Context: an optimization exercise on an open-source flow, tuned for small area and a short achievable clock period. The choices shown serve that exercise and are no tape-out recipe. RTL that was checked went through simulation tests only; none was proved equivalent to the original.

Setup of run B:
==> module convout_lane_b, before the edit <==
module convout_lane_b (
    input  wire [31:0] a,
    input  wire        up, s, nan, infbig,
    input  wire        f32, bf16, fp16, e4m3, e5m2,    
    input  wire        i32, i16, i8, u8, i4, u4,       
    input  wire        internal,
    input  wire        sat,
    input  wire        rz,         
    input  wire        rp,         
    input  wire        rm,         
    output reg  [31:0] y,          
    output reg         f_sat,
    output reg         f_nan,
    output reg         f_inf
);
    wire        is_int = i32 | i16 | i8 | u8 | i4 | u4;
    wire        inv = is_int & s;
    wire [33:0] ai  = {2'd0, a} ^ {34{inv}};
    reg  [33:0] pa;
    reg  [33:0] c;
    integer k, l;
    always @(*) begin
        pa = ai;
        for (l = 0; l < 6; l = l + 1)
            for (k = 0; k < 34; k = k + 1)
                if (k[l])
                    pa[k] = pa[k] & pa[((k >> (l + 1)) << (l + 1)) + (1 << l) - 1];
        c = {pa[32:0], 1'b1} & {34{up ^ inv}};
    end
    wire [33:0] r   = ai ^ c[33:0];
    wire [31:0] ym  = r[31:0];
    wire ovf = f32  ? (&ym[30:23]) :
               bf16 ? (&ym[14:7]) :
               fp16 ? ((|ym[17:15]) | (&ym[14:10])) :
               e4m3 ? ((|ym[10:7]) | (&ym[6:0])) :
                      ((|ym[9:7]) | (&ym[6:2]));
    wire [31:0] sgnb  = f32 ? {s, 31'd0} : (bf16 | fp16) ? {16'd0, s, 15'd0} : {24'd0, s, 7'd0};
    wire [31:0] canon = f32 ? 32'h7FC0_0000 : bf16 ? 32'h7FC0 : fp16 ? 32'h7E00 : e4m3 ? 32'h7F : 32'h7E;
    wire [31:0] maxb  = f32 ? 32'h7F7F_FFFF : bf16 ? 32'h7F7F : fp16 ? 32'h7BFF : e4m3 ? 32'h7E : 32'h7B;
    wire [31:0] infb  = f32 ? 32'h7F80_0000 : bf16 ? 32'h7F80 : fp16 ? 32'h7C00 : 32'h7C;
    wire        satc  = sat || rz || (rp && s) || (rm && !s);
    wire ovi = i32 ? (r[33:31] != 3'b000 && r[33:31] != 3'b111) :
               i16 ? (r[33:15] != 19'd0 && r[33:15] != {19{1'b1}}) :
               i8  ? (r[33:7]  != 27'd0 && r[33:7]  != {27{1'b1}}) :
               u8  ? (r[33:8]  != 26'd0) :
               i4  ? (r[33:3]  != 31'd0 && r[33:3]  != {31{1'b1}}) :
                     (r[33:4]  != 30'd0);
    wire [31:0] imask = i32 ? 32'hFFFF_FFFF : i16 ? 32'hFFFF : (i8 | u8) ? 32'hFF : 32'hF;
    wire [31:0] ilo = i32 ? 32'h8000_0000 : i16 ? 32'h8000 : i8 ? 32'h80 : i4 ? 32'h8 : 32'h0;
    wire [31:0] ihi = i32 ? 32'h7FFF_FFFF : i16 ? 32'h7FFF : i8 ? 32'h7F : u8 ? 32'hFF : i4 ? 32'h7 : 32'hF;
    always @(*) begin
        y = 32'd0; f_sat = 1'b0; f_nan = 1'b0; f_inf = 1'b0;
        if (is_int) begin
            if (nan) begin
                y = 32'd0; f_sat = 1'b1;
            end else if (infbig || ((!internal || sat) && ovi)) begin
                y = s ? ilo : ihi; f_sat = 1'b1;
            end else begin
                y = r[31:0] & imask;
            end
        end else begin
            if (nan) begin
                y = canon; f_nan = 1'b1;
            end else if (infbig || ovf) begin
                if (e4m3) begin
                    if (sat) begin y = sgnb | maxb; f_sat = 1'b1; end
                    else     begin y = canon; f_sat = 1'b1; f_nan = 1'b1; end
                end else if (!infbig && satc) begin
                    y = sgnb | maxb; f_sat = 1'b1;
                end else begin
                    y = sgnb | infb; f_inf = 1'b1;
                end
            end else begin
                y = sgnb | ym;
            end
        end
    end
endmodule
clock: 32.0 ns
lec_check: 0
abc_area: 1
cap_margin: 20
core_margin: 2
core_utilization: 40
setup_slack_margin: 1.5
slew_margin: 20
synth_memory_max_bits: 16384
standard.sh (not shown) runs the stock make flow with config.mk's settings and CLKGATE_MAP_FILE= SYNTH_SCRIPT=/design/flow/synth_recipe.tcl, a recipe that flattens the netlist after the stock synthesis.
==> flow/flow/run.sh <==
#!/bin/bash
set -euo pipefail
bash standard.sh SETUP_SLACK_MARGIN=${MARGIN:-25} TNS_END_PERCENT=5 MATCH_CELL_FOOTPRINT=0 \
  "BUFFER_PORTS_ARGS=-buffer_cell sky130_fd_sc_hd__buf_2" finish > make_finish.log 2>&1
Modified inputs, run C compared to run B
--- a/flow/design.v
+++ b/flow/design.v
@@ -132,16 +132,19 @@
     wire        is_int = i32 | i16 | i8 | u8 | i4 | u4;
     wire        inv = is_int & s;
     wire [33:0] ai  = {2'd0, a} ^ {34{inv}};
-    reg  [33:0] pa;
     reg  [33:0] c;
-    integer k, l;
+    reg         blk;
+    integer k;
     always @(*) begin
-        pa = ai;
-        for (l = 0; l < 6; l = l + 1)
-            for (k = 0; k < 34; k = k + 1)
-                if (k[l])
-                    pa[k] = pa[k] & pa[((k >> (l + 1)) << (l + 1)) + (1 << l) - 1];
-        c = {pa[32:0], 1'b1} & {34{up ^ inv}};
+        blk = up ^ inv;
+        for (k = 0; k < 34; k = k + 1) begin
+            if (k % 9 == 0)
+                c[k] = blk;
+            else
+                c[k] = c[k-1] & ai[k-1];
+            if (k % 9 == 8)
+                blk = blk & (&ai[k-8 +: 9]);
+        end
     end
     wire [33:0] r   = ai ^ c[33:0];
     wire [31:0] ym  = r[31:0];
==> comparison <==
Result for run B and run C: all clean. Area fraction in and, or, nand and nor cells after synthesis in run C vs run B: down 5.7 points. The wire length of run B and that of run C are within noise of each other. Per the comparison of run C with run B, synthesized area went down about 4%, share of the synthesized netlist area taken by xor and xnor gates flat, number of post-CTS setup repair buffers has increased, smallest hold slack rose by 0.0045 ns. Going from run B to run C, the fraction of met2 tracks used by global routing was found to have gone up by 6.4 points. Cmp run B and run C / utilization / lower: run B. Global-route usage sits higher in run C than in run B. Status: share of cell area taken by muxes after synthesis parity (run B, run C). Lower cell count after synthesis among run B and run C: run C. Looking at synthesized net count, run C sits 703 lower than run B does.
For run B, only the layout was checked, not whether the RTL still works.

[port drivers added, routing unchanged]
Ports are ideal in the flow. The routed layouts listed here were re-timed in OpenROAD.
Step 1: set_driving_cell puts a clkbuf_16 on clk and a buf_2 on each other input, an assumption about the parent block.
Step 2, shift: input delay + t, output delay - t, t = (earliest + latest rising clock arrival at the registers) / 2. This alone moves slack from input paths to output paths.
a / b / c = ideal / step 1 / step 2; a / b = the first two.
| run | shift t [ns] | setup slack, ns | clock arrival spread, ns |
|---|---|---|---|
| run B | 0.781 | 24.422 / 24.343 / 24.156 | 0.050 / 0.050 |
| run C | 0.748 | 24.415 / 24.341 / 23.973 | 0.054 / 0.053 |
After both steps every run listed still meets setup and hold. For run C, which loses most, drivers alone change the setup slack by -0.074 ns; drivers and shift together by -0.442 ns.
